What follows belongs to an exercise in optimizing a design on an open flow for small area, a short achievable clock period and few clock cycles per item; a production flow would make more cautious choices.
In this exercise RTL edits were held to simulation tests only and were not proved equivalent to the original.
Power is estimated from default activity; no workload was simulated.

==> flow/design.v <==
module bsenc_lzc (
    input  wire [22:0] mf,
    output reg  [4:0]  lz
);
    integer i;
    always @(*) begin
        lz = 5'd23;
        for (i = 0; i < 23; i = i + 1)
            if (mf[i]) lz = 5'd22 - i[4:0];
    end
endmodule
module bsenc_comp (
    input  wire [31:0] x,
    input  wire [4:0]  lz,
    output wire [17:0] c
);
    wire [7:0]  ef = x[30:23];
    wire [22:0] mf = x[22:0];
    wire        norm = (ef != 8'd0);
    wire [22:0] nf   = mf << lz;             
    wire [8:0]  e    = norm ? ({1'b0, ef} + 9'd32) :
                       (lz == 5'd23) ? 9'd0 : (9'd32 - {4'd0, lz});
    wire [6:0]  m    = norm ? mf[22:16] : nf[21:15];
    wire        st   = norm ? (|mf[15:0]) : (|nf[14:0]);
    assign c = {x[31], e, m, st};
endmodule
module bsenc_align (
    input  wire [17:0] c,
    input  wire [8:0]  sb,
    input  wire        f8,       
    input  wire        rm,       
    input  wire        zero,     
    output wire        sgn,
    output wire [6:0]  kept,
    output wire        g,
    output wire        st,
    output wire [3:0]  te6
);
    wire [8:0]  e  = c[16:8];
    wire [9:0]  rr = {1'b0, sb} - {1'b0, e};     
    wire        big = !rr[9] && ((rr[8:4] != 5'd0) || (rr[3:0] > 4'd9));
    wire        lo  = rr[9] || (rr[8:2] == 7'd0);
    wire [15:0] s1  = {1'b1, c[7:1], 8'd0} >> rr[3:0];
    wire [15:0] s4  = {4'd0, 1'b1, c[7:1], 4'd0};
    wire [15:0] w   = (f8 && lo) ? s4 : s1;
    assign sgn  = c[17];
    assign kept = (big || zero) ? 7'd0 : w[14:8];
    assign g    = (big || zero || rm) ? 1'b0 : w[7];
    assign st   = big || (|w[6:0]) || c[0];
    wire [3:0] t = 4'd4 - rr[3:0];
    assign te6  = (f8 && lo && !zero) ? t : 4'd0;
endmodule
module bsenc_round (
    input  wire        sgn,
    input  wire [6:0]  kept,
    input  wire        g,
    input  wire        st,
    input  wire [3:0]  te6,
    input  wire [1:0]  fmt,
    output reg  [7:0]  code,
    output reg         of
);
    wire       rup = g && (st || kept[0]);      
    wire [7:0] v   = ({1'b0, kept} ^ {8{sgn}}) + {7'd0, sgn ^ rup};
    wire [4:0] n   = {1'b0, kept[3:0]} + {4'd0, rup};
    wire [7:0] fm  = {1'b0, te6, 3'b000} + {3'd0, n};
    always @(*) begin
        code = 8'd0;
        of   = 1'b0;
        begin
            case (fmt)
                2'd0: begin
                    of   = (kept[2:0] == 3'd7) && rup;
                    code = of ? (sgn ? 8'h09 : 8'h07) : {4'd0, v[3:0]};
                end
                2'd1: begin
                    of   = (kept == 7'd127) && rup;
                    code = of ? (sgn ? 8'h81 : 8'h7F) : v;
                end
                default: begin
                    of   = (fm >= 8'd127);
                    code = of ? {sgn, 7'h7E} : (fm == 8'd0) ? 8'h00 : {sgn, fm[6:0]};
                end
            endcase
        end
    end
endmodule
module bs_encoder (
    input  wire         clk,
    input  wire         rst,         
    input  wire         in_valid,
    output wire         in_ready,
    input  wire [31:0]  in_data,     
    input  wire [1:0]   in_fmt,      
    input  wire         in_rm,       
    output wire         out_valid,
    input  wire         out_ready,
    output wire [7:0]   out_scale,
    output wire [255:0] out_data,
    output wire         out_of
);
    reg         in_ready_q;      
    reg         in_busy_q;       
    reg         i_v;             
    reg [31:0]  i_d;
    reg [4:0]   i_lz;            
    reg [1:0]   i_fmt;
    reg         i_rm;
    reg [575:0] ring;            
    reg [4:0]   ph;              
    reg         ob_v;            
    reg [4:0]   c;               
    reg [4:0]   k;               
    reg         pk;              
    reg         pc;              
    reg         cnek;            
    reg         frz;             
    reg [7:0]   rmax;            
    reg         rnz;             
    reg         rsp;             
    reg [8:0]   sb;              
    reg         spblk;           
    reg [1:0]   fblk;
    reg         rblk;
    reg         a_v;             
    reg         a_nz;            
    reg         a_sgn;
    reg [6:0]   a_kept;
    reg         a_g, a_st;
    reg [3:0]   a_te6;
    reg [1:0]   a_fmt;
    reg         b_v;             
    reg         b_nz;            
    reg [4:0]   b_idx;           
    reg [7:0]   b_code;
    reg         b_of;
    reg         b_m4;
    reg         k_v;             
    reg [7:0]   k_code;
    reg         k_of;
    reg         k_m4;
    reg         ov_p;            
    reg         ov_n_q;          
    reg [255:0] od;
    reg [7:0]   oscale;
    reg         oof;
    assign in_ready  = in_ready_q;
    assign out_valid = ov_p;
    assign out_data  = od;
    assign out_scale = oscale;
    assign out_of    = oof;
    wire in_fire = in_valid && !in_busy_q;
    wire ov      = !ov_n_q;
    wire freeze  = frz;          
    wire conv    = ob_v && pc && !freeze;
    wire resync  = !ob_v && (k == 5'd0);
    wire ins     = i_v && (resync || (pk && (!ob_v || cnek || conv)));
    wire done_in = ins && (k == 5'd31);
    wire [17:0] cin;
    bsenc_comp u_comp (.x(i_d), .lz(i_lz), .c(cin));
    wire [4:0] lz_in;
    bsenc_lzc u_lzc (.mf(in_data[22:0]), .lz(lz_in));
    wire [17:0] q31 = ring[575:558];
    wire [7:0] ief = i_d[30:23];
    reg  [7:0] kk;               
    reg  [8:0] ck;               
    reg  [8:0] cc;               
    always @(*) begin
        case (i_fmt)
            2'd0:    begin kk = 8'd2; ck = 9'd37; cc = 9'd39; end
            2'd1:    begin kk = 8'd6; ck = 9'd33; cc = 9'd39; end
            default: begin kk = 8'd8; ck = 9'd22; cc = 9'd30; end
        endcase
    end
    wire       gt     = (k == 5'd0) || (ief > rmax);
    wire [7:0] mx     = gt ? ief : rmax;
    wire [8:0] f_e    = (ief > kk) ? ({1'b0, ief} + ck) : cc;
    wire [8:0] f_r    = (rmax > kk) ? ({1'b0, rmax} + ck) : cc;
    wire [8:0] cand   = gt ? f_e : f_r;
    wire       nz     = (k != 5'd0 && rnz) || (i_d[30:0] != 31'd0);
    wire       sp     = (k != 5'd0 && rsp) || (ief == 8'hFF);
    wire [8:0] sb_new = nz ? cand : (9'd127 + cc);
    wire [8:0] s_blk  = sb - ((fblk == 2'd2) ? 9'd30 : 9'd39);
    wire       al_sgn, al_g, al_st;
    wire [6:0] al_kept;
    wire [3:0] al_te6;
    bsenc_align u_align (
        .c(q31), .sb(sb), .f8(fblk == 2'd2), .rm(rblk), .zero(spblk),
        .sgn(al_sgn), .kept(al_kept), .g(al_g), .st(al_st), .te6(al_te6)
    );
    wire [7:0] code;
    wire       cof;
    bsenc_round u_round (
        .sgn(a_sgn), .kept(a_kept), .g(a_g), .st(a_st), .te6(a_te6),
        .fmt(a_fmt), .code(code), .of(cof)
    );
    wire kw   = k_v && !ov;                               
    wire bw   = b_nz && !ov;                              
    wire       ov_n    = ov ? !out_ready : (bw && b_idx == 5'd31);
    wire       bnz_n   = freeze ? b_nz : a_nz;
    wire       iv_n    = (i_v && !ins) || in_fire;
    wire [4:0] ph_n    = (ins && resync) ? 5'd1 : ph + 5'd1;
    wire       obv_n   = done_in || (ob_v && !(conv && c == 5'd31));
    wire [4:0] c_n     = done_in ? 5'd0 : conv ? c + 5'd1 : c;
    wire [4:0] k_n     = done_in ? 5'd0 : ins ? k + 5'd1 : k;
    wire       frz_n   = ov_n && bnz_n;
    wire       pc_n    = (ph_n == c_n);
    wire       pk_n    = (ph_n == k_n);
    wire       cnek_n  = (c_n != k_n);
    wire       conv_n  = obv_n && pc_n && !frz_n;
    wire       rsy_n   = !obv_n && (k_n == 5'd0);
    wire       ins_n   = rsy_n || (pk_n && (!obv_n || cnek_n || conv_n));
    wire       ready_n = !iv_n || ins_n;
    always @(posedge clk) begin
        ring <= {ring[557:0], ins ? cin : q31};
        if (!in_busy_q) begin
            i_d   <= in_data;
            i_lz  <= lz_in;
            i_fmt <= in_fmt;
            i_rm  <= in_rm;
        end
        if (ins) begin
            rmax <= mx;
            rnz  <= nz;
            rsp  <= sp;
        end
        if (done_in) begin
            sb    <= sb_new;
            spblk <= sp;
            fblk  <= i_fmt;
            rblk  <= i_rm;
        end
        if (!freeze) begin
            a_sgn  <= al_sgn;
            a_kept <= al_kept;
            a_g    <= al_g;
            a_st   <= al_st;
            a_te6  <= al_te6;
            a_fmt  <= fblk;
        end
        if (conv && c == 5'd31)
            oscale <= spblk ? 8'hFF : s_blk[7:0];
        if (!freeze) begin
            b_code <= code;
            b_of   <= cof;
            b_m4   <= (a_fmt == 2'd0);
        end
        if (b_v && b_idx == 5'd0) begin
            k_code <= b_code;
            k_of   <= b_of;
            k_m4   <= b_m4;
        end
        if (kw)
            oof <= k_of || (bw && b_of);
        else if (bw)
            oof <= oof || b_of;
    end
    always @(posedge clk) begin
        if (rst) begin
            in_ready_q <= 1'b1;
            in_busy_q  <= 1'b0;
            i_v        <= 1'b0;
            ph         <= 5'd0;
            ob_v       <= 1'b0;
            c          <= 5'd0;
            k          <= 5'd0;
            a_v        <= 1'b0;
            b_v        <= 1'b0;
            b_idx      <= 5'd31;
            a_nz       <= 1'b0;
            b_nz       <= 1'b0;
            frz        <= 1'b0;
            pk         <= 1'b1;
            pc         <= 1'b1;
            cnek       <= 1'b0;
            k_v        <= 1'b0;
            ov_n_q     <= 1'b1;
            ov_p       <= 1'b0;
        end else begin
            in_ready_q <= ready_n;
            in_busy_q  <= !ready_n;
            i_v        <= iv_n;
            ph         <= ph_n;
            ob_v       <= obv_n;
            c          <= c_n;
            k          <= k_n;
            a_v        <= conv || (a_v && freeze);
            b_v        <= freeze ? b_v : a_v;
            if (!freeze && a_v)
                b_idx  <= b_idx + 5'd1;
            a_nz       <= freeze ? a_nz : (conv && c != 5'd0);
            b_nz       <= bnz_n;
            frz        <= frz_n;
            pk         <= pk_n;
            pc         <= pc_n;
            cnek       <= cnek_n;
            k_v        <= (b_v && b_idx == 5'd0) || (k_v && !kw);
            ov_n_q     <= !ov_n;
            ov_p       <= ov_n;
        end
    end
    wire [3:0] d_lo   = b_code[3:0];
    wire [3:0] d_odd  = b_m4 ? b_code[3:0] : b_code[7:4];
    wire [3:0] d_hlo  = b_m4 ? 4'd0 : b_code[3:0];
    wire [3:0] d_hodd = b_m4 ? 4'd0 : b_code[7:4];
    integer j;
    always @(posedge clk) begin
        for (j = 0; j < 64; j = j + 1) begin
            if (j == 0) begin
                if (kw) od[3:0] <= k_code[3:0];
            end else if (j == 1) begin
                if (kw && !k_m4)
                    od[7:4] <= k_code[7:4];
                else if (bw && b_m4 && b_idx == 5'd1)
                    od[7:4] <= b_code[3:0];
            end else if (j == 32) begin
                if (kw && k_m4)
                    od[131:128] <= 4'd0;
                else if (bw && !b_m4 && b_idx == 5'd16)
                    od[131:128] <= b_code[3:0];
            end else if (j < 32) begin
                if (bw && (b_m4 ? (b_idx == j) : (b_idx == (j >> 1))))
                    od[4*j +: 4] <= (j & 1) ? d_odd : d_lo;
            end else begin
                if (bw && (b_m4 ? (b_idx == j - 32) : (b_idx == (j >> 1))))
                    od[4*j +: 4] <= (j & 1) ? d_hodd : d_hlo;
            end
        end
    end
endmodule
==> flow/flow/run.sh <==
#!/bin/bash
# Standard layout, with plain buffers (not delay cells) on the ports and a
# clock tree of fewer, smaller buffers without dummy loads.
set -euo pipefail
export BUFFER_PORTS_ARGS="-buffer_cell sky130_fd_sc_hd__buf_1"
export CTS_ARGS="-sink_clustering_enable -repair_clock_nets -dont_use_dummy_load -sink_clustering_size 16 -sink_clustering_max_diameter 60 -buf_list sky130_fd_sc_hd__clkbuf_8 -root_buf sky130_fd_sc_hd__clkbuf_16"
bash standard.sh > standard.log 2>&1
==> flow/standard.sh <==
#!/bin/bash
# synth_recipe.tcl (not shown) runs the flow's synth.tcl, then flattens the netlist and writes it again
# the make line also repeats each setting of config.mk as NAME=value (left out here)
make -C /OpenROAD-flow-scripts/flow DESIGN_CONFIG=/design/flow/config.mk WORK_HOME=/design/flow/orfs CLKGATE_MAP_FILE= SYNTH_SCRIPT=/design/flow/synth_recipe.tcl "${@:-finish}"
==> flow/config.mk <==
export PLATFORM = sky130hd
export DESIGN_NAME = bs_encoder
export DESIGN_NICKNAME = bs_encoder
export VERILOG_FILES = /design/flow/design.v
export SDC_FILE = /design/flow/constraint.sdc
export NUM_CORES = 4
export LEC_CHECK = 0
export CAP_MARGIN = 20
export CORE_MARGIN = 2
export CORE_UTILIZATION = 65
export PLACE_DENSITY = 0.75
export SLEW_MARGIN = 20
==> flow/constraint.sdc <==
create_clock -name core_clock -period 14.0 [get_ports {clk}]
set_input_delay 2.8000 -clock core_clock [delete_from_list [all_inputs] [get_ports {clk}]]
set_output_delay 2.8000 -clock core_clock [all_outputs]
set_load 0.01 [all_outputs]
==> results.sh, run 1 <==
export IMPL_status="no timing/DRC/antenna violations"
export IMPL_clock_latency_ns=0.59
export IMPL_grt_ovfl_total=0
export IMPL_timing_final_crit_period_ns=4.01
export IMPL_dp_hpwl_um=42700
export IMPL_fin_nets=2501
export IMPL_hold_class="flip-flop to flip-flop"
export IMPL_critical_path_max_fanout=1
export IMPL_cts_root_buf="clkbuf_16"
export IMPL_synth_cell_types=78
export IMPL_crit_type="flip-flop to output port"
export IMPL_pwr_density_cell_mw_per_mm2=156
export IMPL_p_leak_nw=12.3
export IMPL_antenna_cells=0
export IMPL_initial_core_util_pct=66.1
export IMPL_clock_sinks=975
export IMPL_ys_flop_type="dfxtp_1"
export IMPL_path_buf_inv=1
export IMPL_rows=78
export IMPL_cts_buffer_depth=3
export IMPL_grt_pass1_vias=16200
export IMPL_synth_edf_count=360
export IMPL_die_w_um=219
export IMPL_timing_final_crit_share_pct=28.6
export IMPL_final_setup_viol_count=0
export IMPL_avgSynthCellArea_um2=14.6
export IMPL_wl_per_cell_um=20.1
export IMPL_ys_ff_latch=975
export IMPL_arrival_ns=1.21
export IMPL_worstPathRequired_ns=11.20
export IMPL_fp_coreArea_mm2=0.0456
export IMPL_antenna_found_initial=0
export IMPL_path_cells="buf_1"
export IMPL_area_growth_pct=9.51
export IMPL_n_fill_cell=3009
export IMPL_numCtsBuffers=73
export IMPL_syn_area_mm2=0.0301
export IMPL_cp_start_kind="flip-flop"
export IMPL_port_buffers=305
export IMPL_holdWs_ns=0.299
export IMPL_dpl_worst_slack_ns=9.67
export IMPL_critPathCaptureType="output port"
export IMPL_synth_async_reset_ratio_pct=0
export IMPL_synthCells=2067
export IMPL_drt_iter0_markers=1317
export IMPL_path_delay_family="flip-flops"
export IMPL_clk_pin_slew_ns=0.10
export IMPL_grt_pass1_wl_um=91500
export IMPL_maxCapViolCount=0
export IMPL_setup_tns_ns=0
export IMPL_cp_slowest_cell="edfxtp_1"
export IMPL_worst_slew_pin_slew_ns=1.06
export IMPL_ios=306
export IMPL_synth_fp_nets=2170
export IMPL_htree_levels=3
export IMPL_cts_tree="done"
export IMPL_drc=0
export IMPL_post_cts_buffers=0
export IMPL_die_area_mm2=0.0481
export IMPL_peakVddDrop_mv=0.133
export IMPL_final_hold_viol_count=0
export IMPL_layout_setup_ws_ns=9.99
export IMPL_hold_buffers=0
export IMPL_grt_use_total_pct=25.1
export IMPL_antenna_left=0
export IMPL_slew_headroom_pct=29.1
export IMPL_rsz0062_at_grt="false"
export IMPL_die_y_um=219
export IMPL_vias_per_cell=5.66
export IMPL_grt_max_degree=58
export IMPL_vias=17000
export IMPL_gp_congestion=0.888
export IMPL_maxSlewViolCount=0
export IMPL_ys_warn_count=3
export IMPL_ctsResizeCount=0
export IMPL_fmax_mhz=250
export IMPL_final_layout_size_suffix_gt1_share_pct=6.09
export IMPL_drtPass1Iterations=6
export IMPL_p_total_mw=5.14
export IMPL_drt_total_wl_um=60300
export IMPL_synth_seq_area_share_pct=76.7
export IMPL_max_stage_delay_ns=0.37
export IMPL_skew_ns=0.0579
-- cells in the mapped netlist (14+ instances only) --
cell / number / area, um^2
dfxtp_1: 615 / 12300
nor3_1: 34 / 170
xor2_1: 21 / 184
edfxtp_1: 360 / 10800
inv_1: 58 / 218
mux2i_1: 47 / 470
nor2b_1: 38 / 238
nand4_1: 17 / 106
nor2_1: 95 / 357
nand2_1: 131 / 492
nand2b_1: 30 / 188
and2_1: 14 / 87.6
a21o_1: 14 / 105
a21oi_1: 120 / 601
nand3_1: 31 / 155
ha_1: 61 / 763
and3_1: 14 / 87.6
o21ai_0: 61 / 305
nor4_1: 21 / 131
xnor2_1: 35 / 307
clkbuf_1: 44 / 165
-- power breakdown --
part	total (mW)	internal, mW	switching (mW)
Sequential	3.43	3.30	0.136
Combinational	0.392	0.163	0.229
Clock	1.31	0.528	0.782
-- registers in the layout, summed over array words and instances, names as in the netlist, 4 cells and up, named ones only --
register	count
oscale	8
ring	576
od	256
i_lz	5
c	5
ph	5
rmax	8
b_idx	5
k_code	8
i_d	32
sb	9
k	5
a_te6	4
b_code	8
a_kept	7
-- area by class of cell --
type / instances / area (um^2) / share of cell area [%]
Inverter: 63 / 236 / 0.717
Multi-Input combinational cell: 968 / 6540 / 19.8
Timing Repair Buffer: 317 / 1240 / 3.77
Sequential cell: 975 / 23100 / 70.1
Clock buffer: 73 / 1110 / 3.35
Tap cell: 600 / 751 / 2.28
-- metrics by stage --
stage	instances	instance area (um^2)	utilization, %
finish	2996	33000	72.4
global route	2996	33000	72.4
CTS	2995	33000	72.4
floorplan	2067	30100	-
detailed placement	2922	31900	69.9
global placement	2921	31900	69.9
-- layer usage --
| metal | part of all wire, % | vias up | wire, um | GRT usage, % |
|---|---|---|---|---|
| met1 | 42 | 8107 | 25100 | 32.6 |
| met3 | 6.5 | 150 | 3910 | 4.02 |
| met2 | 48 | 774 | 29200 | 42.3 |
| li1 | - | 7930 | - | - |
| met5 | 0 | - | 0 | 0 |
| met4 | 3.4 | 0 | 2060 | 10.1 |
-- worst paths after layout --
kind	from	endpoint	slack, ns	cells after the start
hold / removal	ring[247]$_DFF_P_	ring[265]$_DFF_P_	0.30	0
hold reg to reg	ring[247]$_DFF_P_	ring[265]$_DFF_P_	0.30	0
setup reg to reg	k[0]$_SDFF_PP0_	in_ready_q$_SDFF_PP1_	10.36	11
setup / recovery	od[116]$_DFFE_PP_	out_data[116]	9.99	1
-- logic make-up (layout without fill, tap and decap cells) --
logic type	after synthesis	after routing	synth area share [%]
AO/OA/AOI/OAI	316	316	6.57
XOR/XNOR	57	57	1.68
adder cells (fa/ha/maj)	64	64	2.73
buffers and inverters	124	453	1.59
flip-flops	975	975	76.7
multiplexers	71	71	2.98
AND/OR/NAND/NOR	460	460	7.71
-- layout by cell type, fill, tap and decap left out, types with 9 or more instances in the layout --
cell type / instances
mux2_2: 10
and2_1: 14
nor3_1: 34
a211oi_1: 13
a21o_1: 14
nand2b_1: 30
ha_1: 61
a31oi_1: 10
dfxtp_1: 615
nor4_1: 21
nor2b_1: 35
mux4_2: 13
xor2_1: 21
buf_4: 11
edfxtp_1: 360
clkbuf_8: 64
xnor2_1: 35
o22ai_1: 12
and3_1: 14
o31ai_1: 9
nor2_1: 95
buf_1: 304
inv_1: 57
clkbuf_16: 9
nand4_1: 17
mux2i_1: 47
a21oi_1: 120
o211ai_1: 11
o21bai_1: 9
nand2_1: 131
o21ai_0: 61
nand3_1: 31
Testbench counts, summed over its fixed seeds: cycles 49,440, items 1,536.
==> run 2: changes to the inputs <==
--- a/flow/config.mk
+++ b/flow/config.mk
@@ -7,6 +7,5 @@
 export LEC_CHECK = 0
 export CAP_MARGIN = 20
 export CORE_MARGIN = 2
-export CORE_UTILIZATION = 65
-export PLACE_DENSITY = 0.75
+export CORE_UTILIZATION = 40
 export SLEW_MARGIN = 20
==> run 2 against run 1 <==
Critical endpoint is now out_scale[7]. Sequential share of layout area fell by 1.1 points. Still clean. Final area grew 1.6%. Flip-flop and latch count is the same. Fmax is essentially flat. Global-route usage shrank 9.4 points. Sequential power barely moved. Highest routed layer unchanged. Final cell count rose by 12%. Combinational power grew 2%.
==> results.sh, run 2 <==
export IMPL_critPathCaptureType="output port"
export IMPL_synth_area_mux_share_pct=2.98
export IMPL_cts_buffer_depth=3
export IMPL_avgSynthCellArea_um2=14.6
export IMPL_hold_class="flip-flop to flip-flop"
export IMPL_fp_coreArea_mm2=0.0746
export IMPL_setup_tns_ns=0
export IMPL_gp_congestion=0.885
export IMPL_largest_reg_flops=576
export IMPL_synth_cell_types=78
export IMPL_path_buf_inv=1
export IMPL_synth_simple_area_share_pct=7.71
export IMPL_area_growth_pct=11.2
export IMPL_syn_area_mm2=0.0301
export IMPL_reg2regPathDepth=11
export IMPL_placed_area_mm2=0.0323
export IMPL_grt_pass1_vias=16200
export IMPL_hold_buffers=0
export IMPL_grt_use_total_pct=15.6
export IMPL_ys_ff_latch=975
export IMPL_maxSlewViolCount=0
export IMPL_min_path_cells=0
export IMPL_die_w_um=278
export IMPL_synth_area_leaders="dfxtp_1 (41%), edfxtp_1 (36%), ha_1 (2.5%)"
export IMPL_timing_final_crit_period_ns=4.01
export IMPL_drtPass1Iterations=5
export IMPL_n_fill_cell=6734
export IMPL_post_cts_buffers=0
export IMPL_dpl_worst_slack_ns=9.74
export IMPL_final_cell_mix="dfxtp_1 (615), edfxtp_1 (360), buf_1 (305)"
export IMPL_antenna_found_initial=0
export IMPL_grt_ovfl_total=0
export IMPL_synth_fa_ha_area_share_pct=2.73
export IMPL_p_total_mw=5.17
export IMPL_multi_input_area_mm2=0.00654
export IMPL_fin_nets=2505
export IMPL_vias=16600
export IMPL_final_hold_viol_count=0
export IMPL_final_setup_viol_count=0
export IMPL_critical_path_max_fanout=1
export IMPL_synth_seq_area_share_pct=76.7
export IMPL_synth_async_reset_ratio_pct=0
export IMPL_grt_max_degree=66
export IMPL_status="no timing/DRC/antenna violations"
export IMPL_timing_final_crit_share_pct=28.6
export IMPL_numCtsBuffers=77
export IMPL_worstPathRequired_ns=11.20
export IMPL_cp_depth=1
export IMPL_clk_pin_slew_ns=0.09
export IMPL_synth_compound_area_share_pct=6.57
export IMPL_synth_xor_area_share_pct=1.68
export IMPL_htree_levels=3
export IMPL_initial_core_util_pct=40.4
export IMPL_final_layout_size_suffix_gt1_share_pct=6.21
export IMPL_antenna_cells=0
export IMPL_worst_slew_pin_slew_ns=1.15
export IMPL_vias_per_cell=4.94
export IMPL_ys_warn_count=3
export IMPL_fin_area_mm2=0.0335
export IMPL_antenna_left=0
export IMPL_yosysTopAreaCell="dfxtp_1"
export IMPL_drc=0
export IMPL_clock_sinks=975
export IMPL_die_area_mm2=0.0775
export IMPL_top_register="ring"
export IMPL_yosysMostFrequentCell="dfxtp_1"
export IMPL_dp_hpwl_um=43900
export IMPL_cts_root_buf="clkbuf_16"
export IMPL_skew_ns=0.0574
export IMPL_pwr_density_cell_mw_per_mm2=154
export IMPL_p_leak_nw=12.3
export IMPL_slew_headroom_pct=22.5
export IMPL_cp_start_kind="flip-flop"
export IMPL_ctsResizeCount=0
export IMPL_synth_fp_nets=2170
export IMPL_port_buffers=305
export IMPL_rsz0062_at_grt="false"
export IMPL_top_regs="ring: 576 flops, od: 256 flops, i_d: 32 flops"
export IMPL_clock_latency_ns=0.59
export IMPL_ios=306
export IMPL_drt_iter0_markers=1107
export IMPL_layout_commonest_cell="dfxtp_1"
export IMPL_rows=100
export IMPL_max_stage_delay_ns=0.47
export IMPL_cp_slowest_cell="edfxtp_1"
export IMPL_synthCells=2067
export IMPL_maxCapViolCount=0
export IMPL_path_delay_family="flip-flops"
export IMPL_crit_type="flip-flop to output port"
export IMPL_synth_top_family_by_area="simple AND/OR/NAND/NOR gates"
export IMPL_grt_pass1_wl_um=94100
export IMPL_seq_area_mm2=0.0231
export IMPL_layout_setup_ws_ns=9.99
export IMPL_arrival_ns=1.21
export IMPL_path_cells="buf_1"
export IMPL_drt_total_wl_um=61800
export IMPL_cts_tree="done"
export IMPL_synth_edf_count=360
export IMPL_ys_flop_type="dfxtp_1"
export IMPL_peakVddDrop_mv=0.0867
export IMPL_die_y_um=278
export IMPL_wl_per_cell_um=18.3
export IMPL_fmax_mhz=250
export IMPL_yosys_top_cells_count="dfxtp_1 (615), edfxtp_1 (360), nand2_1 (131)"
export IMPL_synth_top_area_share_pct=40.9
==> run 2: cells by family after synthesis <==
family | count (synthesis)
AO/OA/AOI/OAI | 316
XOR/XNOR | 57
adder cells (fa/ha/maj) | 64
buffers and inverters | 124
flip-flops | 975
multiplexers | 71
AND/OR/NAND/NOR | 460
==> run 2: routing by layer <==
metal,up-vias,wire [um],track usage [%]
li1,7945,-,-
met1,8012,27000,20.1
met2,559,29300,26.4
met3,126,3490,2.85
met4,0,1960,5.82
met5,-,0,0
==> run 2: stage by stage <==
stage | hold slack (ns) | utilization (%) | cells
floorplan | 0.310 | - | 2067
global placement | 0.310 | 43.4 | 3291
detailed placement | 0.312 | 43.4 | 3291
CTS | 0.265 | 44.9 | 3368
global route | 0.256 | 44.9 | 3369
finish | 0.269 | 44.9 | 3369
==> run 2: worst reg2reg max path: stages, from the launching register on <==
cell     delay [ns]
dfxtp_1        0.50
inv_1          0.16
ha_1           0.24
nor4b_2        0.21
and2_1         0.31
nor2_8         0.51
inv_2          0.29
a32o_2         0.37
xor2_1         0.19
nor4_4         0.26
a31oi_1        0.14
a311o_1        0.34
==> run 2: area by class of cell <==
| class | count | area share [%] |
|---|---|---|
| flip-flops and latches | 975 | 69.0 |
| multi-input cells | 968 | 19.5 |
| repair buffers | 317 | 3.71 |
| well taps | 969 | 3.62 |
| clock buffers | 77 | 3.46 |
| inverters | 63 | 0.706 |
==> run 2: worst paths after layout <==
check                               start                     to  slack [ns]
setup / recovery  oscale[7]$_SDFFCE_PP1P_           out_scale[7]        9.99
hold / removal          ring[308]$_DFF_P_      ring[326]$_DFF_P_        0.27
setup reg to reg          k[0]$_SDFF_PP0_  in_ready_q$_SDFF_PP1_       10.35
hold reg to reg         ring[308]$_DFF_P_      ring[326]$_DFF_P_        0.27
==> run 2: report_power, final <==
group | switching (mW) | internal (mW) | leakage, nW
registers | 0.129 | 3.30 | 8.52
clock network | 0.792 | 0.552 | 0.600
logic | 0.235 | 0.163 | 3.16
total | 1.16 | 4.01 | 12.3
==> run 3: changes to the inputs <==
==> flow/flow/run.sh (replaced) <==
#!/bin/bash
# Standard layout, with plain buffers (not delay cells) on the ports and a
# clock tree of fewer, smaller buffers without dummy loads.
set -euo pipefail
export BUFFER_PORTS_ARGS="-buffer_cell sky130_fd_sc_hd__buf_1"
export CTS_ARGS="-sink_clustering_enable -repair_clock_nets -dont_use_dummy_load -sink_clustering_size 12 -sink_clustering_max_diameter 40 -buf_list sky130_fd_sc_hd__clkbuf_4 -root_buf sky130_fd_sc_hd__clkbuf_16"
bash standard.sh > standard.log 2>&1
==> run 3 against run 2 <==
Still clean. Die area unchanged. Fmax down 0.53%. Final cell count up 0.95%. Largest cell class unchanged. Highest routed layer unchanged.
==> results.sh, run 3 <==
export IMPL_port_buffers=305
export IMPL_syn_area_mm2=0.0301
export IMPL_clock_latency_ns=0.60
export IMPL_slew_headroom_pct=21.1
export IMPL_grt_ovfl_total=0
export IMPL_synth_area_leaders="dfxtp_1 (41%), edfxtp_1 (36%), ha_1 (2.5%)"
export IMPL_vias=16800
export IMPL_power_switching_mw=1.15
export IMPL_largest_reg_flops=576
export IMPL_setup_tns_ns=0
export IMPL_arrival_ns=1.23
export IMPL_die_y_um=278
export IMPL_grt_pass1_vias=16400
export IMPL_drc=0
export IMPL_pwr_density_cell_mw_per_mm2=152
export IMPL_die_area_mm2=0.0775
export IMPL_rows=100
export IMPL_post_cts_buffers=0
export IMPL_initial_core_util_pct=40.4
export IMPL_multi_input_area_mm2=0.00654
export IMPL_cp_slowest_cell="edfxtp_1"
export IMPL_hp_start="ring[123]$_DFF_P_"
export IMPL_reg2reg_to="in_ready_q$_SDFF_PP1_"
export IMPL_grt_max_degree=66
export IMPL_cp_depth=1
export IMPL_path_cells="buf_1"
export IMPL_synth_async_reset_ratio_pct=0
export IMPL_antenna_found_initial=0
export IMPL_top_register="ring"
export IMPL_maxSlewViolCount=0
export IMPL_drt_total_wl_um=61700
export IMPL_synth_seq_area_share_pct=76.7
export IMPL_reg2reg_slack_ns=10.38
export IMPL_synth_top_area_share_pct=40.9
export IMPL_crit_type="flip-flop to output port"
export IMPL_reg2regPathDepth=11
export IMPL_utilization_pct=44.7
export IMPL_synth_area_mux_share_pct=2.98
export IMPL_top_regs="ring: 576 flops, od: 256 flops, i_d: 32 flops"
export IMPL_die_w_um=278
export IMPL_synth_top_family_by_area="simple AND/OR/NAND/NOR gates"
export IMPL_ys_warn_count=3
export IMPL_ctsResizeCount=0
export IMPL_intPower_mw=3.91
export IMPL_maxCapViolCount=0
export IMPL_cp_startpoint="oscale[7]$_SDFFCE_PP1P_"
export IMPL_hold_buffers=0
export IMPL_avgSynthCellArea_um2=14.6
export IMPL_fin_nets=2537
export IMPL_min_path_cells=0
export IMPL_clk_pin_slew_ns=0.11
export IMPL_numCtsBuffers=109
export IMPL_path_buf_inv=1
export IMPL_status="no timing/DRC/antenna violations"
export IMPL_path_delay_family="flip-flops"
export IMPL_rsz0062_at_grt="false"
export IMPL_cts_buffer_depth=3
export IMPL_worstPathRequired_ns=11.20
export IMPL_hold_class="flip-flop to flip-flop"
export IMPL_regToRegStartpoint="k[0]$_SDFF_PP0_"
export IMPL_p_leak_nw=12.3
export IMPL_synth_xor_area_share_pct=1.68
export IMPL_yosysTopAreaCell="dfxtp_1"
export IMPL_ys_ff_latch=975
export IMPL_seq_power_share_pct=67.7
export IMPL_cp_start_kind="flip-flop"
export IMPL_clock_sinks=975
export IMPL_seq_area_mm2=0.0231
export IMPL_gp_congestion=0.885
export IMPL_cts_root_buf="clkbuf_16"
export IMPL_synth_simple_area_share_pct=7.71
export IMPL_timing_final_crit_share_pct=28.8
export IMPL_worst_slew_pin_slew_ns=1.17
export IMPL_antenna_cells=0
export IMPL_fmax_mhz=248
export IMPL_synth_cell_types=78
export IMPL_grt_use_total_pct=15.6
export IMPL_layout_commonest_cell="dfxtp_1"
export IMPL_grt_pass1_wl_um=94200
export IMPL_critical_path_max_fanout=1
export IMPL_final_cell_mix="dfxtp_1 (615), edfxtp_1 (360), buf_1 (305)"
export IMPL_n_fill_cell=6774
export IMPL_vias_per_cell=4.95
export IMPL_yosysMostFrequentCell="dfxtp_1"
export IMPL_synth_edf_count=360
export IMPL_fp_coreArea_mm2=0.0746
export IMPL_clockPowerShare_pct=24.4
export IMPL_ios=306
export IMPL_final_hold_viol_count=0
export IMPL_wl_per_cell_um=18.2
export IMPL_max_stage_delay_ns=0.48
export IMPL_antenna_left=0
export IMPL_p_sw_share_pct=22.8
export IMPL_drtPass1Iterations=7
export IMPL_dp_hpwl_um=43900
export IMPL_synthCells=2067
export IMPL_area_growth_pct=10.6
export IMPL_p_comb_share_pct=7.9
export IMPL_ys_flop_type="dfxtp_1"
export IMPL_skew_ns=0.0679
export IMPL_cts_tree="done"
export IMPL_synth_fa_ha_area_share_pct=2.73
export IMPL_hold_end="ring[141]$_DFF_P_"
export IMPL_yosys_top_cells_count="dfxtp_1 (615), edfxtp_1 (360), nand2_1 (131)"
export IMPL_critPathCaptureType="output port"
export IMPL_htree_levels=3
export IMPL_timing_final_crit_period_ns=4.03
export IMPL_drt_iter0_markers=1073
export IMPL_synth_fp_nets=2170
export IMPL_synth_compound_area_share_pct=6.57
export IMPL_final_layout_size_suffix_gt1_share_pct=7.44
export IMPL_final_setup_viol_count=0
export IMPL_peakVddDrop_mv=0.0755
run 3: cell families (layout without fill, tap and decap cells):
kind of cell    count (synthesis)  in the layout
fa+ha+maj                      64             64
xor+xnor                       57             57
buf+inv                       124            489
flops                         975            975
simple gates                  460            460
mux                            71             71
compound gates                316            316
run 3: metrics by stage:
stage          hold WS (ns)  power, mW  instance area, um^2  worst slack (ns)  std cells
3_3_place_gp          0.310       3.88                32300              9.66       3291
2_1_floorplan         0.310       3.73                30100             10.05       2067
4_1_cts               0.263       5.13                33300              9.91       3400
5_1_grt               0.253       5.31                33300              9.84       3401
6_report              0.259       5.06                33300              9.97       3401
3_5_place_dp          0.312       3.89                32300              9.74       3291
run 3: worst max path at each step:
stage                                 end  slack [ns]
floorplan           i_lz[1]$_SDFFCE_PP0N_       10.05
global placement    i_lz[1]$_SDFFCE_PP0N_        9.66
detailed placement  i_lz[1]$_SDFFCE_PP0N_        9.74
CTS                          out_scale[4]        9.91
global route                 out_scale[4]        9.84
finish                       out_scale[7]        9.97
run 3: power groups by stage:
stage / sequential (mW) / clock [mW] / combinational (mW)
floorplan: 3.43 / 0 / 0.306
global placement: 3.49 / 0 / 0.391
detailed placement: 3.49 / 0 / 0.394
CTS: 3.44 / 1.30 / 0.397
global route: 3.47 / 1.40 / 0.441
finish: 3.43 / 1.24 / 0.398
run 3: routing by layer:
layer | global-route usage, % | share of wire [%] | vias to the layer above
li1 | - | - | 8059
met1 | 19.9 | 44 | 8026
met2 | 26.2 | 48 | 622
met3 | 3.08 | 5.8 | 114
met4 | 6.01 | 3.0 | 0
met5 | 0 | 0 | -
run 3: cell type report:
cell class	count	area share [%]
Multi-Input combinational cell	968	19.6
Sequential cell	975	69.4
Tap cell	969	3.64
Clock buffer	109	2.93
Timing Repair Buffer	317	3.73
Inverter	63	0.710
==> run 4: changes to the inputs <==
--- a/flow/design.v
+++ b/flow/design.v
@@ -12,20 +12,25 @@
 module bsenc_comp (
     input  wire [31:0] x,
     input  wire [4:0]  lz,
-    output wire [17:0] c
+    input  wire        f8,       
+    output wire [16:0] c
 );
     wire [7:0]  ef = x[30:23];
     wire [22:0] mf = x[22:0];
     wire        norm = (ef != 8'd0);
+    wire        zero = !norm && (lz == 5'd23);
     wire [22:0] nf   = mf << lz;             
-    wire [8:0]  e    = norm ? ({1'b0, ef} + 9'd32) :
-                       (lz == 5'd23) ? 9'd0 : (9'd32 - {4'd0, lz});
-    wire [6:0]  m    = norm ? mf[22:16] : nf[21:15];
-    wire        st   = norm ? (|mf[15:0]) : (|nf[14:0]);
-    assign c = {x[31], e, m, st};
+    wire [22:0] fr   = norm ? mf : {nf[21:0], 1'b0};
+    wire [8:0]  e9   = norm ? ({1'b0, ef} + 9'd32) :
+                       zero ? 9'd0 : (9'd32 - {4'd0, lz});
+    wire [16:0] cf   = {x[31], e9[7:0], fr[22:19], 2'b00, e9[8], |fr[18:0]};
+    wire        tiny = !norm && (lz > 5'd1);
+    wire [7:0]  e8   = norm ? (ef + 8'd1) : {7'd0, !lz[0]};
+    wire [16:0] ci   = tiny ? {x[31], 16'd0} : {x[31], e8, fr[22:16], |fr[15:0]};
+    assign c = f8 ? cf : ci;
 endmodule
 module bsenc_align (
-    input  wire [17:0] c,
+    input  wire [16:0] c,
     input  wire [8:0]  sb,
     input  wire        f8,       
     input  wire        rm,       
@@ -36,14 +41,15 @@
     output wire        st,
     output wire [3:0]  te6
 );
-    wire [8:0]  e  = c[16:8];
+    wire [8:0]  e  = {f8 && c[1], c[15:8]};
+    wire [7:0]  sg = {1'b1, c[7:2], c[1] && !f8};
     wire [9:0]  rr = {1'b0, sb} - {1'b0, e};     
     wire        big = !rr[9] && ((rr[8:4] != 5'd0) || (rr[3:0] > 4'd9));
     wire        lo  = rr[9] || (rr[8:2] == 7'd0);
-    wire [15:0] s1  = {1'b1, c[7:1], 8'd0} >> rr[3:0];
-    wire [15:0] s4  = {4'd0, 1'b1, c[7:1], 4'd0};
+    wire [15:0] s1  = {sg, 8'd0} >> rr[3:0];
+    wire [15:0] s4  = {4'd0, sg, 4'd0};
     wire [15:0] w   = (f8 && lo) ? s4 : s1;
-    assign sgn  = c[17];
+    assign sgn  = c[16];
     assign kept = (big || zero) ? 7'd0 : w[14:8];
     assign g    = (big || zero || rm) ? 1'b0 : w[7];
     assign st   = big || (|w[6:0]) || c[0];
@@ -106,7 +112,7 @@
     reg [4:0]   i_lz;            
     reg [1:0]   i_fmt;
     reg         i_rm;
-    reg [575:0] ring;            
+    reg [543:0] ring;            
     reg [4:0]   ph;              
     reg         ob_v;            
     reg [4:0]   c;               
@@ -156,19 +162,19 @@
     wire resync  = !ob_v && (k == 5'd0);
     wire ins     = i_v && (resync || (pk && (!ob_v || cnek || conv)));
     wire done_in = ins && (k == 5'd31);
-    wire [17:0] cin;
-    bsenc_comp u_comp (.x(i_d), .lz(i_lz), .c(cin));
+    wire [16:0] cin;
+    bsenc_comp u_comp (.x(i_d), .lz(i_lz), .f8(i_fmt == 2'd2), .c(cin));
     wire [4:0] lz_in;
     bsenc_lzc u_lzc (.mf(in_data[22:0]), .lz(lz_in));
-    wire [17:0] q31 = ring[575:558];
+    wire [16:0] q31 = ring[543:527];
     wire [7:0] ief = i_d[30:23];
     reg  [7:0] kk;               
     reg  [8:0] ck;               
     reg  [8:0] cc;               
     always @(*) begin
         case (i_fmt)
-            2'd0:    begin kk = 8'd2; ck = 9'd37; cc = 9'd39; end
-            2'd1:    begin kk = 8'd6; ck = 9'd33; cc = 9'd39; end
+            2'd0:    begin kk = 8'd2; ck = 9'd6;  cc = 9'd8;  end
+            2'd1:    begin kk = 8'd6; ck = 9'd2;  cc = 9'd8;  end
             default: begin kk = 8'd8; ck = 9'd22; cc = 9'd30; end
         endcase
     end
@@ -180,7 +186,7 @@
     wire       nz     = (k != 5'd0 && rnz) || (i_d[30:0] != 31'd0);
     wire       sp     = (k != 5'd0 && rsp) || (ief == 8'hFF);
     wire [8:0] sb_new = nz ? cand : (9'd127 + cc);
-    wire [8:0] s_blk  = sb - ((fblk == 2'd2) ? 9'd30 : 9'd39);
+    wire [8:0] s_blk  = sb - ((fblk == 2'd2) ? 9'd30 : 9'd8);
     wire       al_sgn, al_g, al_st;
     wire [6:0] al_kept;
     wire [3:0] al_te6;
@@ -212,7 +218,7 @@
     wire       ins_n   = rsy_n || (pk_n && (!obv_n || cnek_n || conv_n));
     wire       ready_n = !iv_n || ins_n;
     always @(posedge clk) begin
-        ring <= {ring[557:0], ins ? cin : q31};
+        ring <= {ring[526:0], ins ? cin : q31};
         if (!in_busy_q) begin
             i_d   <= in_data;
             i_lz  <= lz_in;
==> flow/flow/run.sh (replaced) <==
#!/bin/bash
# Standard layout, with plain buffers (not delay cells) on the ports and a
# clock tree of fewer, smaller buffers without dummy loads.
set -euo pipefail
export BUFFER_PORTS_ARGS="-buffer_cell sky130_fd_sc_hd__buf_1"
export CTS_ARGS="-sink_clustering_enable -repair_clock_nets -dont_use_dummy_load -sink_clustering_size 16 -sink_clustering_max_diameter 60 -buf_list sky130_fd_sc_hd__clkbuf_8 -root_buf sky130_fd_sc_hd__clkbuf_16"
bash standard.sh > standard.log 2>&1
--- a/flow/config.mk
+++ b/flow/config.mk
@@ -5,6 +5,7 @@
 export SDC_FILE = /design/flow/constraint.sdc
 export NUM_CORES = 4
 export LEC_CHECK = 0
+export ABC_AREA = 1
 export CAP_MARGIN = 20
 export CORE_MARGIN = 2
 export CORE_UTILIZATION = 40
==> run 4 against run 3 <==
Count of clock-buffer cells in the layout is 35 lower. Largest power group unchanged. Critical path type unchanged. Flip-flop and latch count is 32 lower. Largest cell class unchanged. Clock power is 5% higher. Non-clock buffer count is 1 higher. Highest routed layer unchanged. Still clean on timing, DRC and antenna. Final cell count is 4.2% higher. Core utilization is 0.60 points higher. Via count is 1.1% lower. Clock skew is 0.0034 ns lower. Synthesized cell count is 8.5% higher. Sequential power is 3% lower. Critical path depth stayed put.
==> results.sh, run 4 <==
export IMPL_status="no timing/DRC/antenna violations"
export IMPL_rsz0062_at_grt="false"
export IMPL_yosysTopAreaCell="dfxtp_1"
export IMPL_top_regs="ring: 544 flops, od: 256 flops, i_d: 32 flops"
export IMPL_grt_pass1_vias=16000
export IMPL_fp_coreArea_mm2=0.0719
export IMPL_dp_hpwl_um=43700
export IMPL_synth_fp_nets=2342
export IMPL_grt_max_degree=43
export IMPL_holdWs_ns=0.260
export IMPL_syn_area_mm2=0.0291
export IMPL_clock_sinks=943
export IMPL_synth_area_leaders="dfxtp_1 (40%), edfxtp_1 (37%), nand2_1 (4.2%)"
export IMPL_initial_core_util_pct=40.6
export IMPL_yosysMostFrequentCell="dfxtp_1"
export IMPL_synth_top_area_share_pct=40.0
export IMPL_hold_buffers=0
export IMPL_reg2regPathDepth=14
export IMPL_cts_root_buf="clkbuf_16"
export IMPL_die_w_um=274
export IMPL_cp_start_kind="flip-flop"
export IMPL_max_stage_delay_ns=0.48
export IMPL_vias_per_cell=4.69
export IMPL_port_buffers=305
export IMPL_worst_slew_pin_slew_ns=1.06
export IMPL_gp_congestion=0.888
export IMPL_cp_depth=1
export IMPL_synthCells=2243
export IMPL_cp_startpoint="od[0]$_DFFE_PP_"
export IMPL_hold_class="flip-flop to flip-flop"
export IMPL_largest_reg_flops=544
export IMPL_ys_flop_type="dfxtp_1"
export IMPL_final_layout_size_suffix_gt1_share_pct=5.28
export IMPL_die_y_um=274
export IMPL_avgSynthCellArea_um2=13.0
export IMPL_antenna_cells=0
export IMPL_clock_latency_ns=0.57
export IMPL_crit_type="flip-flop to output port"
export IMPL_timing_final_crit_share_pct=29.0
export IMPL_grt_use_total_pct=15.7
export IMPL_htree_levels=3
export IMPL_synth_cell_types=58
export IMPL_layout_commonest_cell="dfxtp_1"
export IMPL_ios=306
export IMPL_cts_buffer_depth=3
export IMPL_ys_warn_count=3
export IMPL_final_hold_viol_count=0
export IMPL_regToRegStartpoint="i_lz[0]$_SDFFCE_PP0N_"
export IMPL_drt_iter0_markers=1154
export IMPL_grt_pass1_wl_um=91100
export IMPL_ys_ff_latch=943
export IMPL_critPathCaptureType="output port"
export IMPL_die_area_mm2=0.0750
export IMPL_skew_ns=0.0645
export IMPL_top_register="ring"
export IMPL_fin_nets=2694
export IMPL_rows=98
export IMPL_path_cells="buf_1"
export IMPL_final_cell_mix="dfxtp_1 (583), edfxtp_1 (360), nand2_1 (323)"
export IMPL_timing_final_crit_period_ns=4.06
export IMPL_ctsResizeCount=0
export IMPL_path_delay_family="flip-flops"
export IMPL_path_buf_inv=1
export IMPL_peakVddDrop_mv=0.0822
export IMPL_setup_tns_ns=0
export IMPL_maxSlewViolCount=0
export IMPL_pwr_density_cell_mw_per_mm2=155
export IMPL_antenna_left=0
export IMPL_drtPass1Iterations=6
export IMPL_maxCapViolCount=0
export IMPL_antenna_found_initial=0
export IMPL_numCtsBuffers=74
export IMPL_wl_per_cell_um=16.9
export IMPL_synth_edf_count=360
export IMPL_fmax_mhz=246
export IMPL_yosys_top_cells_count="dfxtp_1 (583), edfxtp_1 (360), nand2_1 (323)"
export IMPL_area_growth_pct=11.6
export IMPL_final_setup_viol_count=0
export IMPL_reg2reg_slack_ns=10.78
export IMPL_worstSetupEndpoint="out_data[0]"
export IMPL_synth_async_reset_ratio_pct=0
export IMPL_slew_headroom_pct=28.9
export IMPL_drt_total_wl_um=59800
export IMPL_clk_pin_slew_ns=0.09
export IMPL_grt_ovfl_total=0
export IMPL_synth_seq_area_share_pct=77.1
export IMPL_worstPathRequired_ns=11.20
export IMPL_p_leak_nw=12.9
export IMPL_critical_path_max_fanout=1
export IMPL_reg2reg_to="ring[0]$_DFF_P_"
export IMPL_post_cts_buffers=0
export IMPL_cts_tree="done"
export IMPL_cp_slowest_cell="edfxtp_1"
export IMPL_drc=0
export IMPL_vias=16600
export IMPL_arrival_ns=1.26
[run 4: cell types whose count changed after synthesis, sizes merged, moves of 16 or more]
cell	previous run	this run
xnor2	36	18
inv	62	202
dfxtp	615	583
a21oi	121	69
nand3	31	88
nor3	34	50
nor2	96	162
o21ai	63	113
nand2	131	335
nor2b	38	0
nand2b	30	0
mux2i	48	5
[run 4: kinds of logic (layout without fill, tap and decap cells)]
kind of cell,count (synthesis),count (layout),share of synthesized area [%]
flops,943,943,77.1
simple gates,687,687,10.1
compound gates,248,248,4.97
buf+inv,247,597,3.29
fa+ha+maj,60,60,2.68
xor+xnor,53,53,1.62
mux,5,5,0.172
[run 4: area by class of cell]
type                            instances  area [um^2]
Timing Repair Buffer                  318         1260
Sequential cell                       943        22500
Multi-Input combinational cell       1053         5720
Fill cell                            6562        39300
Clock buffer                           74         1120
Tap cell                              950         1190
Inverter                              205          769
[run 4: worst min path at each step]
stage / to / start / slack (ns) / cells past startpoint
finish: ring[460]$_DFF_P_ / ring[443]$_DFF_P_ / 0.26 / 0
global route: ring[460]$_DFF_P_ / ring[443]$_DFF_P_ / 0.26 / 0
CTS: ring[460]$_DFF_P_ / ring[443]$_DFF_P_ / 0.25 / 0
detailed placement: ring[158]$_DFF_P_ / ring[141]$_DFF_P_ / 0.31 / 0
global placement: ring[146]$_DFF_P_ / ring[129]$_DFF_P_ / 0.31 / 0
floorplan: ring[100]$_DFF_P_ / ring[83]$_DFF_P_ / 0.31 / 0
[run 4: report_power, final]
group | internal (mW) | switching [mW] | leakage (nW)
sequential | 3.21 | 0.129 | 8.30
clock | 0.534 | 0.769 | 0.578
combinational | 0.141 | 0.279 | 3.99
total | 3.88 | 1.18 | 12.9
[run 4: layer usage]
| layer | global-route usage [%] | wire length (um) | part of all wire [%] |
|---|---|---|---|
| met1 | 20.1 | 26200 | 44 |
| met2 | 26.9 | 28500 | 48 |
| met3 | 2.78 | 3470 | 5.8 |
| met4 | 5.21 | 1650 | 2.8 |
| met5 | 0 | 0 | 0 |
[run 4: per-stage QoR]
step / util [%] / area, um^2 / worst slack [ns] / instances / power [mW]
after floorplan: - / 29100 / 10.02 / 2243 / 3.65
after global placement: 43.7 / 31400 / 9.74 / 3467 / 3.81
after detailed placement: 43.7 / 31400 / 9.77 / 3467 / 3.82
after CTS: 45.2 / 32500 / 9.90 / 3541 / 5.12
after global routing: 45.3 / 32500 / 9.91 / 3543 / 5.31
final: 45.3 / 32500 / 9.94 / 3543 / 5.06
Testbench counts of run 4, summed over its fixed seeds: cycles 49,440, items 1,536.
==> run 5: changes to the inputs <==
--- a/flow/config.mk
+++ b/flow/config.mk
@@ -5,7 +5,6 @@
 export SDC_FILE = /design/flow/constraint.sdc
 export NUM_CORES = 4
 export LEC_CHECK = 0
-export ABC_AREA = 1
 export CAP_MARGIN = 20
 export CORE_MARGIN = 2
 export CORE_UTILIZATION = 40
==> run 5 against run 4 <==
Sequential share of layout area down 0.83 points. Register-to-register slack got worse by 0.76 ns. Critical path depth unchanged. Sequential power grew 2%. Final cell count fell by 5.3%. Routed wire length up 3.0%. Critical path type unchanged. Critical endpoint unchanged. Largest power group unchanged.
==> results.sh, run 5 <==
export IMPL_timing_final_crit_period_ns=4.05
export IMPL_rsz0062_at_grt="false"
export IMPL_ios=306
export IMPL_largest_reg_flops=544
export IMPL_avgSynthCellArea_um2=14.3
export IMPL_crit_type="flip-flop to output port"
export IMPL_timing_final_crit_share_pct=28.9
export IMPL_die_area_mm2=0.0763
export IMPL_clock_latency_ns=0.59
export IMPL_area_growth_pct=11.1
export IMPL_arrival_ns=1.25
export IMPL_critical_path_max_fanout=1
export IMPL_ctsResizeCount=0
export IMPL_initial_core_util_pct=40.5
export IMPL_ys_flop_type="dfxtp_1"
export IMPL_reg2regPathDepth=13
export IMPL_peakVddDrop_mv=0.0820
export IMPL_synth_async_reset_ratio_pct=0
export IMPL_grt_ovfl_total=0
export IMPL_drt_total_wl_um=61700
export IMPL_synth_fp_nets=2178
export IMPL_critPathCaptureType="output port"
export IMPL_layout_commonest_cell="dfxtp_1"
export IMPL_setup_tns_ns=0
export IMPL_port_buffers=305
export IMPL_pwr_density_cell_mw_per_mm2=157
export IMPL_grt_pass1_wl_um=94700
export IMPL_post_cts_buffers=0
export IMPL_hold_class="flip-flop to flip-flop"
export IMPL_htree_levels=3
export IMPL_drc=0
export IMPL_maxCapViolCount=0
export IMPL_synthCells=2079
export IMPL_final_setup_viol_count=0
export IMPL_cts_buffer_depth=3
export IMPL_grt_use_total_pct=15.9
export IMPL_antenna_left=0
export IMPL_die_y_um=276
export IMPL_p_leak_nw=12.0
export IMPL_ys_warn_count=3
export IMPL_drtPass1Iterations=6
export IMPL_maxSlewViolCount=0
export IMPL_numCtsBuffers=74
export IMPL_min_path_cells=0
export IMPL_yosysTopAreaCell="dfxtp_1"
export IMPL_fmax_mhz=247
export IMPL_synth_top_area_share_pct=39.4
export IMPL_fin_nets=2497
export IMPL_final_cell_mix="dfxtp_1 (583), edfxtp_1 (360), buf_1 (305)"
export IMPL_antenna_found_initial=2
export IMPL_fp_coreArea_mm2=0.0732
export IMPL_final_hold_viol_count=0
export IMPL_die_w_um=276
export IMPL_synth_edf_count=360
export IMPL_path_cells="buf_1"
export IMPL_worstPathRequired_ns=11.20
export IMPL_path_buf_inv=1
export IMPL_max_stage_delay_ns=0.33
export IMPL_worst_slew_pin_slew_ns=1.13
export IMPL_cp_slowest_cell="edfxtp_1"
export IMPL_synth_seq_area_share_pct=75.8
export IMPL_grt_max_degree=64
export IMPL_cts_tree="done"
export IMPL_clk_pin_slew_ns=0.09
export IMPL_skew_ns=0.0548
export IMPL_drt_iter0_markers=1411
export IMPL_wl_per_cell_um=18.4
export IMPL_synth_area_leaders="dfxtp_1 (39%), edfxtp_1 (36%), ha_1 (2.4%)"
export IMPL_synth_cell_types=74
export IMPL_status="no timing/DRC/antenna violations"
export IMPL_slew_headroom_pct=23.9
export IMPL_antenna_cells=0
export IMPL_gp_congestion=0.872
export IMPL_vias_per_cell=4.99
export IMPL_syn_area_mm2=0.0297
export IMPL_path_delay_family="flip-flops"
export IMPL_yosysMostFrequentCell="dfxtp_1"
export IMPL_rows=99
export IMPL_clock_sinks=943
export IMPL_final_layout_size_suffix_gt1_share_pct=5.76
export IMPL_cp_start_kind="flip-flop"
export IMPL_p_total_mw=5.16
export IMPL_grt_pass1_vias=16200
export IMPL_top_register="ring"
export IMPL_cts_root_buf="clkbuf_16"
export IMPL_vias=16700
export IMPL_dp_hpwl_um=44100
export IMPL_ys_ff_latch=943
export IMPL_top_regs="ring: 544 flops, od: 256 flops, i_d: 32 flops"
export IMPL_hold_buffers=0
export IMPL_yosys_top_cells_count="dfxtp_1 (583), edfxtp_1 (360), nand2_1 (134)"
export IMPL_n_fill_cell=6617
export IMPL_cp_depth=1
## run 5: path summary, 6_finish.rpt
path                                         from              endpoint  slack [ns]
worst max-delay path              od[0]$_DFFE_PP_           out_data[0]        9.95
worst min-delay path            ring[225]$_DFF_P_     ring[242]$_DFF_P_        0.26
worst max register to register    k[0]$_SDFF_PP0_  in_busy_q$_SDFF_PP0_       10.02
worst min register to register  ring[225]$_DFF_P_     ring[242]$_DFF_P_        0.26
## run 5: cell type report
cell class	count	area [um^2]	share of cell area, %
Sequential cell	943	22500	68.3
Inverter	58	218	0.661
Multi-Input combinational cell	1004	6680	20.3
Tap cell	959	1200	3.64
Timing Repair Buffer	317	1230	3.75
Clock buffer	74	1120	3.40
## run 5: cell families (layout without fill, tap and decap cells)
kind of cell,Yosys count,count (layout),share of synthesized area (%)
AOI/OAI and AO/OA,328,328,7.08
buffers and inverters,132,449,1.72
and+or+nand+nor,492,492,8.18
xor gates and xnor gates,58,58,1.71
adders and majority gates,60,60,2.63
muxes,66,66,2.86
DFF,943,943,75.8
## run 5: metrics by stage
stage	cells	hold slack (ns)	worst slack [ns]	area [um^2]	utilization, %
final	3355	0.262	9.95	32900	45.0
after global routing	3355	0.276	9.76	32900	45.0
after CTS	3355	0.264	9.90	32900	45.0
after detailed placement	3281	0.312	9.73	31800	43.4
after global placement	3281	0.310	9.67	31800	43.4
after floorplan	2079	0.310	10.05	29700	-
## run 5: worst register-to-register path: stages (launching register included)
cell and delay (ns):
dfxtp_1 0.41, inv_1 0.20, ha_1 0.20, nor4b_1 0.54
buf_4 0.24, and2_1 0.32, nor2_1 0.09, buf_4 0.23
inv_1 0.55, a32oi_1 0.31, xnor2_1 0.21, nand2_1 0.07
nor4_1 0.33, o32ai_1 0.15
## run 5: report_power, final
group | switching (mW) | total, mW | internal (mW)
logic | 0.274 | 0.455 | 0.181
registers | 0.149 | 3.41 | 3.26
clock network | 0.762 | 1.30 | 0.533
## run 5: routing by layer
layer / wire length [um] / GRT usage (%)
met1: 27600 / 20.8
met2: 28000 / 25.5
met3: 3630 / 3.56
met4: 2390 / 6.54
met5: 10 / 0
==> run 6: changes to the inputs <==
--- a/flow/design.v
+++ b/flow/design.v
@@ -120,6 +120,9 @@
     reg         pk;              
     reg         pc;              
     reg         cnek;            
+    reg         k31;             
+    reg         k0;              
+    reg         c31;             
     reg         frz;             
     reg [7:0]   rmax;            
     reg         rnz;             
@@ -159,9 +162,9 @@
     wire ov      = !ov_n_q;
     wire freeze  = frz;          
     wire conv    = ob_v && pc && !freeze;
-    wire resync  = !ob_v && (k == 5'd0);
+    wire resync  = !ob_v && k0;
     wire ins     = i_v && (resync || (pk && (!ob_v || cnek || conv)));
-    wire done_in = ins && (k == 5'd31);
+    wire done_in = ins && k31;
     wire [16:0] cin;
     bsenc_comp u_comp (.x(i_d), .lz(i_lz), .f8(i_fmt == 2'd2), .c(cin));
     wire [4:0] lz_in;
@@ -178,13 +181,13 @@
             default: begin kk = 8'd8; ck = 9'd22; cc = 9'd30; end
         endcase
     end
-    wire       gt     = (k == 5'd0) || (ief > rmax);
+    wire       gt     = k0 || (ief > rmax);
     wire [7:0] mx     = gt ? ief : rmax;
     wire [8:0] f_e    = (ief > kk) ? ({1'b0, ief} + ck) : cc;
     wire [8:0] f_r    = (rmax > kk) ? ({1'b0, rmax} + ck) : cc;
     wire [8:0] cand   = gt ? f_e : f_r;
-    wire       nz     = (k != 5'd0 && rnz) || (i_d[30:0] != 31'd0);
-    wire       sp     = (k != 5'd0 && rsp) || (ief == 8'hFF);
+    wire       nz     = (!k0 && rnz) || (i_d[30:0] != 31'd0);
+    wire       sp     = (!k0 && rsp) || (ief == 8'hFF);
     wire [8:0] sb_new = nz ? cand : (9'd127 + cc);
     wire [8:0] s_blk  = sb - ((fblk == 2'd2) ? 9'd30 : 9'd8);
     wire       al_sgn, al_g, al_st;
@@ -206,15 +209,19 @@
     wire       bnz_n   = freeze ? b_nz : a_nz;
     wire       iv_n    = (i_v && !ins) || in_fire;
     wire [4:0] ph_n    = (ins && resync) ? 5'd1 : ph + 5'd1;
-    wire       obv_n   = done_in || (ob_v && !(conv && c == 5'd31));
+    wire       obv_n   = done_in || (ob_v && !(conv && c31));
     wire [4:0] c_n     = done_in ? 5'd0 : conv ? c + 5'd1 : c;
     wire [4:0] k_n     = done_in ? 5'd0 : ins ? k + 5'd1 : k;
     wire       frz_n   = ov_n && bnz_n;
-    wire       pc_n    = (ph_n == c_n);
-    wire       pk_n    = (ph_n == k_n);
-    wire       cnek_n  = (c_n != k_n);
+    wire [4:0] ph1     = ph + 5'd1;
+    wire       pc_n    = conv || done_in || (ph1 == c);
+    wire       pk_n    = ins || (ph1 == k);
+    wire       c1nek   = (c + 5'd1 != k);
+    wire       cnek1   = (c != k + 5'd1);
+    wire       cnek_n  = !done_in && ((conv && !ins) ? c1nek : (!conv && ins) ? cnek1 : cnek);
+    wire       k0_n    = done_in || (k0 && !ins);
     wire       conv_n  = obv_n && pc_n && !frz_n;
-    wire       rsy_n   = !obv_n && (k_n == 5'd0);
+    wire       rsy_n   = !obv_n && k0_n;
     wire       ins_n   = rsy_n || (pk_n && (!obv_n || cnek_n || conv_n));
     wire       ready_n = !iv_n || ins_n;
     always @(posedge clk) begin
@@ -244,7 +251,7 @@
             a_te6  <= al_te6;
             a_fmt  <= fblk;
         end
-        if (conv && c == 5'd31)
+        if (conv && c31)
             oscale <= spblk ? 8'hFF : s_blk[7:0];
         if (!freeze) begin
             b_code <= code;
@@ -279,6 +286,9 @@
             pk         <= 1'b1;
             pc         <= 1'b1;
             cnek       <= 1'b0;
+            k31        <= 1'b0;
+            k0         <= 1'b1;
+            c31        <= 1'b0;
             k_v        <= 1'b0;
             ov_n_q     <= 1'b1;
             ov_p       <= 1'b0;
@@ -300,6 +310,9 @@
             pk         <= pk_n;
             pc         <= pc_n;
             cnek       <= cnek_n;
+            k31        <= (k_n == 5'd31);
+            k0         <= k0_n;
+            c31        <= (c_n == 5'd31);
             k_v        <= (b_v && b_idx == 5'd0) || (k_v && !kw);
             ov_n_q     <= !ov_n;
             ov_p       <= ov_n;
--- a/flow/config.mk
+++ b/flow/config.mk
@@ -5,6 +5,7 @@
 export SDC_FILE = /design/flow/constraint.sdc
 export NUM_CORES = 4
 export LEC_CHECK = 0
+export ABC_AREA = 1
 export CAP_MARGIN = 20
 export CORE_MARGIN = 2
 export CORE_UTILIZATION = 40
==> run 6 against run 5 <==
Synthesized cell count grew 8.3%. Clock power is essentially flat. Register-to-register slack gained 0.84 ns. Flip-flop and latch count grew 3. Clock skew grew 0.0071 ns. Core utilization is essentially flat. Critical path type unchanged.
==> results.sh, run 6 <==
export IMPL_utilization_pct=45.0
export IMPL_layout_commonest_cell="dfxtp_1"
export IMPL_path_delay_family="flip-flops"
export IMPL_numCtsBuffers=74
export IMPL_fmax_mhz=246
export IMPL_critical_path_max_fanout=1
export IMPL_p_leak_nw=12.8
export IMPL_initial_core_util_pct=40.3
export IMPL_n_fill_cell=6680
export IMPL_ys_flop_type="dfxtp_1"
export IMPL_fin_nets=2701
export IMPL_arrival_ns=1.27
export IMPL_die_w_um=274
export IMPL_synth_async_reset_ratio_pct=0
export IMPL_reg2regPathDepth=11
export IMPL_cp_slowest_cell="edfxtp_1"
export IMPL_hold_buffers=0
export IMPL_antenna_found_initial=0
export IMPL_yosysMostFrequentCell="dfxtp_1"
export IMPL_cp_start_kind="flip-flop"
export IMPL_path_cells="buf_1"
export IMPL_reg2reg_slack_ns=10.86
export IMPL_yosys_top_cells_count="dfxtp_1 (586), edfxtp_1 (360), nand2_1 (299)"
export IMPL_status="no timing/DRC/antenna violations"
export IMPL_cts_buffer_depth=3
export IMPL_dp_hpwl_um=45800
export IMPL_maxCapViolCount=0
export IMPL_synth_top_area_share_pct=40.1
export IMPL_hold_class="flip-flop to flip-flop"
export IMPL_synthCells=2252
export IMPL_antenna_left=0
export IMPL_clock_latency_ns=0.58
export IMPL_slew_headroom_pct=27.4
export IMPL_synth_fp_nets=2348
export IMPL_ys_ff_latch=946
export IMPL_peakVddDrop_mv=0.0733
export IMPL_worstSetupEndpoint="out_scale[3]"
export IMPL_drtPass1Iterations=6
export IMPL_antenna_cells=0
export IMPL_yosysTopAreaCell="dfxtp_1"
export IMPL_maxSlewViolCount=0
export IMPL_ios=306
export IMPL_drt_iter0_markers=1333
export IMPL_grt_ovfl_total=0
export IMPL_rsz0062_at_grt="false"
export IMPL_path_buf_inv=1
export IMPL_top_regs="ring: 544 flops, od: 256 flops, i_d: 32 flops"
export IMPL_top_register="ring"
export IMPL_rows=99
export IMPL_post_cts_buffers=0
export IMPL_clock_sinks=946
export IMPL_critPathCaptureType="output port"
export IMPL_htree_levels=3
export IMPL_fp_coreArea_mm2=0.0726
export IMPL_grt_pass1_wl_um=94600
export IMPL_die_area_mm2=0.0752
export IMPL_reg2reg_to="in_ready_q$_SDFF_PP1_"
export IMPL_largest_reg_flops=544
export IMPL_area_growth_pct=11.7
export IMPL_avgSynthCellArea_um2=13.0
export IMPL_grt_use_total_pct=16.4
export IMPL_die_y_um=274
export IMPL_drt_total_wl_um=62100
export IMPL_cp_startpoint="oscale[3]$_SDFFCE_PP1P_"
export IMPL_synth_edf_count=360
export IMPL_setup_tns_ns=0
export IMPL_final_setup_viol_count=0
export IMPL_synth_cell_types=58
export IMPL_crit_type="flip-flop to output port"
export IMPL_vias_per_cell=4.73
export IMPL_cp_depth=1
export IMPL_p_total_mw=4.61
export IMPL_timing_final_crit_period_ns=4.07
export IMPL_grt_max_degree=42
export IMPL_pwr_density_cell_mw_per_mm2=141
export IMPL_final_layout_size_suffix_gt1_share_pct=5.11
export IMPL_synth_seq_area_share_pct=77.1
export IMPL_drc=0
export IMPL_cts_root_buf="clkbuf_16"
export IMPL_worstPathRequired_ns=11.20
export IMPL_timing_final_crit_share_pct=29.0
export IMPL_syn_area_mm2=0.0292
export IMPL_final_hold_viol_count=0
export IMPL_worst_slew_pin_slew_ns=1.08
export IMPL_gp_congestion=0.901
export IMPL_skew_ns=0.0620
export IMPL_max_stage_delay_ns=0.38
export IMPL_vias=16900
export IMPL_ys_warn_count=3
export IMPL_final_cell_mix="dfxtp_1 (586), edfxtp_1 (360), buf_1 (305)"
export IMPL_clk_pin_slew_ns=0.10
export IMPL_synth_area_leaders="dfxtp_1 (40%), edfxtp_1 (37%), nand2_1 (3.8%)"
export IMPL_grt_pass1_vias=16300
export IMPL_wl_per_cell_um=17.4
export IMPL_regToRegStartpoint="ob_v$_SDFF_PP0_"
export IMPL_cts_tree="done"
export IMPL_ctsResizeCount=0
export IMPL_port_buffers=305
run 6: cell types whose count changed in the layout (fill, tap and decap cells not counted), sizes merged, moves of 38 or more:
cell   before  now
nor2      117  171
inv        54  210
o21ai      71  129
mux2i      41    3
nand2     134  305
nor2b      45    0
run 6: worst register-to-register path: cells and delay by family (launching register included):
family / cells / cell delay (ns)
buffers and inverters: 2 / 0.28
AO/OA/AOI/OAI: 4 / 0.59
flip-flops: 1 / 0.44
AND/OR/NAND/NOR: 5 / 1.71
run 6: cell families (layout without fill, tap and decap cells):
kind of cell,Yosys count,after routing,synth area share (%)
adders and majority gates,57,57,2.54
DFF,946,946,77.1
AOI/OAI and AO/OA,293,293,5.90
muxes,3,3,0.103
and+or+nand+nor,645,645,9.45
buffers and inverters,261,612,3.43
xor gates and xnor gates,47,47,1.43
run 6: area by class of cell:
| type | count | area [um^2] | share of cell area (%) |
|---|---|---|---|
| Sequential cell | 946 | 22500 | 69.1 |
| Timing Repair Buffer | 321 | 1260 | 3.88 |
| Tap cell | 959 | 1200 | 3.68 |
| Inverter | 217 | 815 | 2.50 |
| Clock buffer | 74 | 1120 | 3.43 |
| Multi-Input combinational cell | 1045 | 5690 | 17.4 |
run 6: power by group:
group	switching, mW	leakage [nW]	internal [mW]	total [mW]
sequential	0.0648	8.26	3.03	3.10
clock	0.766	0.578	0.533	1.30
combinational	0.141	3.94	0.0717	0.212
total	0.971	12.8	3.64	4.61
run 6: worst min-delay path by stage:
| stage | from | endpoint | slack (ns) | depth (start not counted) |
|---|---|---|---|---|
| final | ring[366]$_DFF_P_ | ring[383]$_DFF_P_ | 0.26 | 0 |
| after global routing | ring[366]$_DFF_P_ | ring[383]$_DFF_P_ | 0.27 | 0 |
| after CTS | ring[366]$_DFF_P_ | ring[383]$_DFF_P_ | 0.27 | 0 |
| after detailed placement | ring[131]$_DFF_P_ | ring[148]$_DFF_P_ | 0.31 | 0 |
| after global placement | ring[386]$_DFF_P_ | ring[403]$_DFF_P_ | 0.31 | 0 |
| after floorplan | ring[83]$_DFF_P_ | ring[100]$_DFF_P_ | 0.31 | 0 |
run 6: metal layers:
layer  GRT usage, %  share of wire [%]  vias up
li1               -                  -     8246
met1           20.6                 43     7957
met2           28.1                 48      537
met3           3.48                6.5      123
met4           5.61                3.0        0
met5              0                  0        -
run 6: through the flow:
stage	hold WS (ns)	instances	worst slack, ns	area [um^2]
after floorplan	0.310	2252	10.02	29200
after global placement	0.310	3488	9.73	31500
after detailed placement	0.312	3488	9.74	31500
after CTS	0.268	3562	9.89	32600
after global routing	0.266	3562	9.85	32600
final	0.258	3562	9.93	32600
Testbench counts of run 6, summed over its fixed seeds: cycles 49,440, items 1,536.

Re-timed with assumed drivers on the ports (clkbuf_16 on the clock, buf_2 on other inputs), run 6 has 9.873 ns of setup slack against 9.933 ns with ideal ports, and 9.798 ns once port delays also move by the mid clock arrival of 0.620 ns.
